Context: an optimization exercise on an open-source flow, tuned for small area, a short achievable clock period and few clock cycles. The choices shown serve that exercise and are no tape-out recipe.
RTL that was checked went through simulation tests only; none was proved equivalent to the original.

Setup of amber:
==> flow/design.v <==
module crc_unit #(
    parameter integer W      = 32,     
    parameter [63:0]  POLY   = 64'h04C11DB7,
    parameter [63:0]  INIT   = 64'hFFFFFFFF,
    parameter         REFL   = 1'b1,   
    parameter [63:0]  XOROUT = 64'hFFFFFFFF
) (
    input  wire          clk,
    input  wire          rst,
    input  wire          seed_lo_we,
    input  wire          seed_hi_we,
    input  wire [31:0]   wdata,
    input  wire [15:0]   pending,        
    input  wire          init,
    input  wire          feed,
    input  wire [1:0]    width,          
    output reg  [W-1:0]  seed,
    output wire [W-1:0]  result,
    output reg           busy
);
    function [W-1:0] reflect;
        input [W-1:0] v;
        integer i;
        begin
            for (i = 0; i < W; i = i + 1)
                reflect[i] = v[W-1-i];
        end
    endfunction
    localparam [W-1:0] POLY_W = POLY[W-1:0];
    localparam [W-1:0] RPOLY  = reflect(POLY[W-1:0]);
    function [W-1:0] zadv;
        input [W-1:0] s;
        input integer n;
        integer i;
        reg [W-1:0] r;
        begin
            r = s;
            for (i = 0; i < n; i = i + 1)
                if (REFL) r = (r >> 1) ^ (r[0] ? RPOLY : {W{1'b0}});
                else      r = (r << 1) ^ (r[W-1] ? POLY_W : {W{1'b0}});
            zadv = r;
        end
    endfunction
    reg [W-1:0] crc;      
    wire [W-1:0] seed_lo_next;
    wire [W-1:0] seed_hi_next;
    generate
        if (W > 32) begin : g_wide
            assign seed_lo_next = {seed[W-1:32], wdata};
            assign seed_hi_next = {wdata[W-33:0], seed[31:0]};
        end else begin : g_narrow
            assign seed_lo_next = wdata[W-1:0];
            assign seed_hi_next = seed;
        end
    endgenerate
    wire byte_feed = (width == 2'd0) && !busy;
    wire [7:0] b0 = busy ? pending[7:0]  : wdata[7:0];
    wire [7:0] b1 = busy ? pending[15:8] : wdata[15:8];
    wire [W-1:0] crc_next;
    generate
        if (W >= 32) begin : g_fold
            wire [31:0] m = busy ? 32'd0 :
                            {{16{width[1]}}, {8{width != 2'd0}}, 8'hFF} & wdata;
            wire [W-1:0] x;
            if (REFL) begin : g_r
                assign x = crc ^ {{(W-32){1'b0}}, m};
            end else begin : g_n
                wire [31:0] ma = {m[7:0], m[15:8], m[23:16], m[31:24]};
                if (W > 32) begin : g_w
                    assign x = crc ^ {ma, {(W-32){1'b0}}};
                end else begin : g_e
                    assign x = crc ^ ma;
                end
            end
            wire [W-1:0] y8  = zadv(x, 8);
            wire [W-1:0] y16 = (W > 32) ? zadv(x, 16) : zadv(y8, 8);
            assign crc_next = byte_feed ? y8 : y16;
        end else begin : g_small
            wire [W-1:0] y1 = zadv(crc ^ ({{(W-8){1'b0}}, b0} << (W-8)), 8);
            wire [W-1:0] y2 = zadv(y1  ^ ({{(W-8){1'b0}}, b1} << (W-8)), 8);
            assign crc_next = byte_feed ? y1 : y2;
        end
    endgenerate
    localparam [W-1:0] CRC_RST = REFL ? reflect(INIT[W-1:0]) : INIT[W-1:0];
    wire          upd    = busy || feed;
    wire          c_init = !rst && init;
    wire          c_upd  = !rst && !init && upd;
    wire          c_hold = !rst && !init && !upd;
    wire [W-1:0]  crc_d  = ({W{rst}}    & CRC_RST)
                         | ({W{c_init}} & (REFL ? reflect(seed) : seed))
                         | ({W{c_upd}}  & crc_next)
                         | ({W{c_hold}} & crc);
    wire          s_lo   = !rst && seed_lo_we;
    wire          s_hi   = !rst && !seed_lo_we && seed_hi_we;
    wire          s_hold = !rst && !seed_lo_we && !seed_hi_we;
    wire [W-1:0]  seed_d = ({W{rst}}    & INIT[W-1:0])
                         | ({W{s_lo}}   & seed_lo_next)
                         | ({W{s_hi}}   & seed_hi_next)
                         | ({W{s_hold}} & seed);
    always @(posedge clk) begin
        crc  <= crc_d;
        seed <= seed_d;
        busy <= !rst && !init && (upd ? (feed && width[1]) : busy);
    end
    assign result = crc ^ XOROUT[W-1:0];
endmodule
module crc_units (
    input  wire        clk,
    input  wire        rst,
    input  wire        req,
    input  wire        we,
    input  wire [7:0]  addr,      
    input  wire [31:0] wdata,
    output wire        ready,
    output reg  [31:0] rdata,     
    input  wire [4:0]  bound
);
    localparam integer NUNITS = 5;
    localparam [3:0] R_CTRL    = 4'h0;
    localparam [3:0] R_SEED_LO = 4'h1;
    localparam [3:0] R_SEED_HI = 4'h2;
    localparam [3:0] R_DIN     = 4'h3;
    localparam [3:0] R_RES_LO  = 4'h4;
    localparam [3:0] R_RES_HI  = 4'h5;
    wire [3:0] unit_idx = addr[7:4];
    wire [3:0] reg_idx  = addr[3:0];
    wire       unit_hit = (unit_idx < 4'd5) && (reg_idx <= R_RES_HI);
    wire       err_hit  = (addr == 8'h80);
    wire [NUNITS-1:0] busy;
    wire [NUNITS-1:0] unit_sel;
    genvar k;
    generate
        for (k = 0; k < NUNITS; k = k + 1) begin : g_sel
            assign unit_sel[k] = unit_hit && (unit_idx == k);
        end
    endgenerate
    wire busy_hit = (unit_idx == 4'd0 && busy[0]) || (unit_idx == 4'd1 && busy[1]) ||
                    (unit_idx == 4'd2 && busy[2]) || (unit_idx == 4'd3 && busy[3]) ||
                    (unit_idx == 4'd4 && busy[4]);
    assign ready = !(busy_hit && (reg_idx == R_DIN || reg_idx == R_RES_LO));
    wire wr  = req && we;
    wire rd  = req && !we && !(busy[4] && reg_idx == R_RES_LO);
    wire wr_cfg = wr && (reg_idx <= R_DIN);
    wire [NUNITS-1:0] wr_ok      = {NUNITS{wr_cfg}} & unit_sel & ~bound &
                                   ~(busy & {NUNITS{reg_idx == R_DIN}});
    wire [NUNITS-1:0] wr_blocked = {NUNITS{wr_cfg}} & unit_sel &  bound &
                                   ~(busy & {NUNITS{reg_idx == R_DIN}});
    reg [15:0] pending;
    always @(posedge clk)
        pending <= wdata[31:16];
    reg [2*NUNITS-1:0] width;     
    reg [4:0] err;
    integer i;
    always @(posedge clk) begin
        if (rst) begin
            width <= {2*NUNITS{1'b0}};
            err <= 5'b0;
        end else begin
            for (i = 0; i < NUNITS; i = i + 1)
                if (wr_ok[i] && reg_idx == R_CTRL)
                    width[2*i +: 2] <= wdata[2:1];
            if (wr && err_hit)
                err <= (err & ~wdata[4:0]) | wr_blocked;
            else
                err <= err | wr_blocked;
        end
    end
    wire [7:0]  seed0, res0;
    wire [15:0] seed1, res1;
    wire [31:0] seed2, res2, seed3, res3;
    wire [63:0] seed4, res4;
    wire [NUNITS-1:0] do_seed_lo = wr_ok & {NUNITS{reg_idx == R_SEED_LO}};
    wire [NUNITS-1:0] do_seed_hi = wr_ok & {NUNITS{reg_idx == R_SEED_HI}};
    wire [NUNITS-1:0] do_init    = wr_ok & {NUNITS{reg_idx == R_CTRL}} & {NUNITS{wdata[0]}};
    wire [NUNITS-1:0] do_feed    = wr_ok & {NUNITS{reg_idx == R_DIN}};
    crc_unit #(.W(8), .POLY(64'h1D), .INIT(64'hFF), .REFL(1'b0),
               .XOROUT(64'hFF)) u0 (
        .clk(clk), .rst(rst),
        .seed_lo_we(do_seed_lo[0]), .seed_hi_we(do_seed_hi[0]), .wdata(wdata), .pending(pending),
        .init(do_init[0]), .feed(do_feed[0]), .width(width[1:0]),
        .seed(seed0), .result(res0), .busy(busy[0]));
    crc_unit #(.W(16), .POLY(64'h1021), .INIT(64'hFFFF), .REFL(1'b0),
               .XOROUT(64'h0)) u1 (
        .clk(clk), .rst(rst),
        .seed_lo_we(do_seed_lo[1]), .seed_hi_we(do_seed_hi[1]), .wdata(wdata), .pending(pending),
        .init(do_init[1]), .feed(do_feed[1]), .width(width[3:2]),
        .seed(seed1), .result(res1), .busy(busy[1]));
    crc_unit #(.W(32), .POLY(64'h04C11DB7), .INIT(64'hFFFFFFFF), .REFL(1'b1),
               .XOROUT(64'hFFFFFFFF)) u2 (
        .clk(clk), .rst(rst),
        .seed_lo_we(do_seed_lo[2]), .seed_hi_we(do_seed_hi[2]), .wdata(wdata), .pending(pending),
        .init(do_init[2]), .feed(do_feed[2]), .width(width[5:4]),
        .seed(seed2), .result(res2), .busy(busy[2]));
    crc_unit #(.W(32), .POLY(64'h1EDC6F41), .INIT(64'hFFFFFFFF), .REFL(1'b1),
               .XOROUT(64'hFFFFFFFF)) u3 (
        .clk(clk), .rst(rst),
        .seed_lo_we(do_seed_lo[3]), .seed_hi_we(do_seed_hi[3]), .wdata(wdata), .pending(pending),
        .init(do_init[3]), .feed(do_feed[3]), .width(width[7:6]),
        .seed(seed3), .result(res3), .busy(busy[3]));
    crc_unit #(.W(64), .POLY(64'h42F0E1EBA9EA3693), .INIT(64'h0), .REFL(1'b0),
               .XOROUT(64'h0)) u4 (
        .clk(clk), .rst(rst),
        .seed_lo_we(do_seed_lo[4]), .seed_hi_we(do_seed_hi[4]), .wdata(wdata), .pending(pending),
        .init(do_init[4]), .feed(do_feed[4]), .width(width[9:8]),
        .seed(seed4), .result(res4), .busy(busy[4]));
    reg [31:0] res_hi_shadow;
    always @(posedge clk) begin
        if (rst)
            res_hi_shadow <= 32'b0;
        else if (rd && unit_sel[4] && reg_idx == R_RES_LO)
            res_hi_shadow <= res4[63:32];
    end
    wire [4:0] u_is;                      
    generate
        for (k = 0; k < NUNITS; k = k + 1) begin : g_uis
            assign u_is[k] = (unit_idx == k);
        end
    endgenerate
    wire r_ctrl = (reg_idx == R_CTRL);
    wire r_slo  = (reg_idx == R_SEED_LO);
    wire r_shi  = (reg_idx == R_SEED_HI);
    wire r_rlo  = (reg_idx == R_RES_LO);
    wire r_rhi  = (reg_idx == R_RES_HI);
    always @(*) begin
        rdata = ({32{err_hit}} & {27'b0, err})
              | ({32{r_ctrl}} & {|(u_is & bound), 28'b0,
                                 (u_is[0] ? width[1:0] : 2'b0) | (u_is[1] ? width[3:2] : 2'b0) |
                                 (u_is[2] ? width[5:4] : 2'b0) | (u_is[3] ? width[7:6] : 2'b0) |
                                 (u_is[4] ? width[9:8] : 2'b0), 1'b0})
              | ({32{u_is[0] & r_slo}} & {24'b0, seed0})
              | ({32{u_is[0] & r_rlo}} & {24'b0, res0})
              | ({32{u_is[1] & r_slo}} & {16'b0, seed1})
              | ({32{u_is[1] & r_rlo}} & {16'b0, res1})
              | ({32{u_is[2] & r_slo}} & seed2)
              | ({32{u_is[2] & r_rlo}} & res2)
              | ({32{u_is[3] & r_slo}} & seed3)
              | ({32{u_is[3] & r_rlo}} & res3)
              | ({32{u_is[4] & r_slo}} & seed4[31:0])
              | ({32{u_is[4] & r_shi}} & seed4[63:32])
              | ({32{u_is[4] & r_rlo}} & res4[31:0])
              | ({32{u_is[4] & r_rhi}} & res_hi_shadow);
    end
endmodule
Settings: LEC_CHECK=0, CAP_MARGIN=20, CORE_MARGIN=2, CORE_UTILIZATION=40, CTS_BUF_LIST=sky130_fd_sc_hd__clkbuf_8, CTS_CLUSTER_SIZE=30, SETUP_SLACK_MARGIN=3, SLEW_MARGIN=20, TNS_END_PERCENT=10; clock period 7.0 ns.
standard.sh (not shown) runs the stock make flow with config.mk's settings and CLKGATE_MAP_FILE= SYNTH_SCRIPT=/design/flow/synth_recipe.tcl, a recipe that flattens the netlist after the stock synthesis.
==> flow/flow/run.sh <==
#!/bin/bash
# The standard layout, with the port buffers made from plain buffers
# (buffer_ports -buffer_cell) and timing repair free to change a cell's
# footprint when it sizes it.
set -euo pipefail
export BUFFER_PORTS_ARGS="-buffer_cell sky130_fd_sc_hd__buf_2"
bash standard.sh MATCH_CELL_FOOTPRINT=0 finish > standard_flow.log 2>&1
The final layout from amber, which completed every stage, passed the timing, DRC and antenna checks at the end of the flow.
The inputs of garnet differ from those of amber as listed below.
--- a/flow/design.v
+++ b/flow/design.v
@@ -54,11 +54,11 @@
         end
     endgenerate
     wire byte_feed = (width == 2'd0) && !busy;
     wire [7:0] b0 = busy ? pending[7:0]  : wdata[7:0];
     wire [7:0] b1 = busy ? pending[15:8] : wdata[15:8];
-    wire [W-1:0] crc_next;
+    wire [W-1:0] nx1, nx2;    
     generate
         if (W >= 32) begin : g_fold
             wire [31:0] m = busy ? 32'd0 :
                             {{16{width[1]}}, {8{width != 2'd0}}, 8'hFF} & wdata;
             wire [W-1:0] x;
@@ -71,26 +71,30 @@
                 end else begin : g_e
                     assign x = crc ^ ma;
                 end
             end
             wire [W-1:0] y8  = zadv(x, 8);
-            wire [W-1:0] y16 = (W > 32) ? zadv(x, 16) : zadv(y8, 8);
-            assign crc_next = byte_feed ? y8 : y16;
+            wire [W-1:0] y16 = zadv(y8, 8);
+            assign nx1 = y8;
+            assign nx2 = y16;
         end else begin : g_small
             wire [W-1:0] y1 = zadv(crc ^ ({{(W-8){1'b0}}, b0} << (W-8)), 8);
             wire [W-1:0] y2 = zadv(y1  ^ ({{(W-8){1'b0}}, b1} << (W-8)), 8);
-            assign crc_next = byte_feed ? y1 : y2;
+            assign nx1 = y1;
+            assign nx2 = y2;
         end
     endgenerate
     localparam [W-1:0] CRC_RST = REFL ? reflect(INIT[W-1:0]) : INIT[W-1:0];
     wire          upd    = busy || feed;
     wire          c_init = !rst && init;
-    wire          c_upd  = !rst && !init && upd;
+    wire          c_upd1 = !rst && !init && upd && byte_feed;
+    wire          c_upd2 = !rst && !init && upd && !byte_feed;
     wire          c_hold = !rst && !init && !upd;
     wire [W-1:0]  crc_d  = ({W{rst}}    & CRC_RST)
                          | ({W{c_init}} & (REFL ? reflect(seed) : seed))
-                         | ({W{c_upd}}  & crc_next)
+                         | ({W{c_upd1}} & nx1)
+                         | ({W{c_upd2}} & nx2)
                          | ({W{c_hold}} & crc);
     wire          s_lo   = !rst && seed_lo_we;
     wire          s_hi   = !rst && !seed_lo_we && seed_hi_we;
     wire          s_hold = !rst && !seed_lo_we && !seed_hi_we;
     wire [W-1:0]  seed_d = ({W{rst}}    & INIT[W-1:0])
@@ -148,24 +152,19 @@
     reg [15:0] pending;
     always @(posedge clk)
         pending <= wdata[31:16];
     reg [2*NUNITS-1:0] width;     
     reg [4:0] err;
+    wire [NUNITS-1:0] w_wr = wr_ok & {NUNITS{reg_idx == R_CTRL && !rst}};
+    wire [NUNITS-1:0] w_hd = ~wr_ok | {NUNITS{reg_idx != R_CTRL || rst}};
+    wire              e_wr = wr && err_hit;
     integer i;
     always @(posedge clk) begin
-        if (rst) begin
-            width <= {2*NUNITS{1'b0}};
-            err <= 5'b0;
-        end else begin
-            for (i = 0; i < NUNITS; i = i + 1)
-                if (wr_ok[i] && reg_idx == R_CTRL)
-                    width[2*i +: 2] <= wdata[2:1];
-            if (wr && err_hit)
-                err <= (err & ~wdata[4:0]) | wr_blocked;
-            else
-                err <= err | wr_blocked;
-        end
+        for (i = 0; i < NUNITS; i = i + 1)
+            width[2*i +: 2] <= ({2{w_wr[i]}} & wdata[2:1])
+                             | ({2{w_hd[i] && !rst}} & width[2*i +: 2]);
+        err <= {5{!rst}} & ((err & ~({5{e_wr}} & wdata[4:0])) | wr_blocked);
     end
     wire [7:0]  seed0, res0;
     wire [15:0] seed1, res1;
     wire [31:0] seed2, res2, seed3, res3;
     wire [63:0] seed4, res4;
@@ -202,16 +201,14 @@
         .clk(clk), .rst(rst),
         .seed_lo_we(do_seed_lo[4]), .seed_hi_we(do_seed_hi[4]), .wdata(wdata), .pending(pending),
         .init(do_init[4]), .feed(do_feed[4]), .width(width[9:8]),
         .seed(seed4), .result(res4), .busy(busy[4]));
     reg [31:0] res_hi_shadow;
-    always @(posedge clk) begin
-        if (rst)
-            res_hi_shadow <= 32'b0;
-        else if (rd && unit_sel[4] && reg_idx == R_RES_LO)
-            res_hi_shadow <= res4[63:32];
-    end
+    wire sh_ld = !rst && rd && unit_sel[4] && reg_idx == R_RES_LO;
+    wire sh_hd = !rst && !(rd && unit_sel[4] && reg_idx == R_RES_LO);
+    always @(posedge clk)
+        res_hi_shadow <= ({32{sh_ld}} & res4[63:32]) | ({32{sh_hd}} & res_hi_shadow);
     wire [4:0] u_is;                      
     generate
         for (k = 0; k < NUNITS; k = k + 1) begin : g_uis
             assign u_is[k] = (unit_idx == k);
         end
Notes after the runs:
- Looking at clock period minus worst slack, garnet sits 0.0098 ns above amber.
- Final count of negative-setup-slack endpoints: garnet vs amber identical
- Compared with amber, garnet shows a share of the synthesized area in compound gates (AO/OA/AOI/OAI) that is 0.98 points higher.
- Side by side, worst slack after detailed placement turned out lower in garnet than in amber.
- garnet leaves less setup margin than amber.
- Comparing count of mapped cells out of synthesis for amber and garnet, the smaller number came from garnet.
- Depth of the most critical reg-to-reg path (lower): amber
- The part of the cycle the worst path needs on garnet is in line with that on amber.
Testbench counts of garnet, summed over its fixed seeds: cycles 25,557.
Function not checked in amber: the RTL went through the layout flow alone.

what the ideal ports hide:
How much do the figures lean on ideal ports? The routed layouts below were timed once more, with nothing changed but the port constraints. Step 1 sets driving cells, clkbuf_16 on the clock port and buf_2 on the other inputs (assumed; they add their load-dependent delay and slew). Step 2 adds t to the input delays and takes it off the output delays; t is the mean of the earliest and latest rising clock arrival at the registers after step 1. Input paths then give back, and output paths get back, about the clock's delay inside the block. Three values: no drivers, after step 1, after step 2; two values: the first two.
run	t (ns)	setup slack, ns	worst setup path at the end	latest minus earliest clock arrival (ns)	worst data-port slew with drivers (ns)
amber	0.739	2.359 / 2.301 / 1.881	input to register	0.043 / 0.042	0.08
garnet	0.737	2.349 / 2.295 / 1.819	input to register	0.046 / 0.046	0.14
After both steps setup and hold are still met in every run listed. For garnet, which loses most, drivers alone change the setup slack by -0.054 ns; drivers and shift together by -0.530 ns.
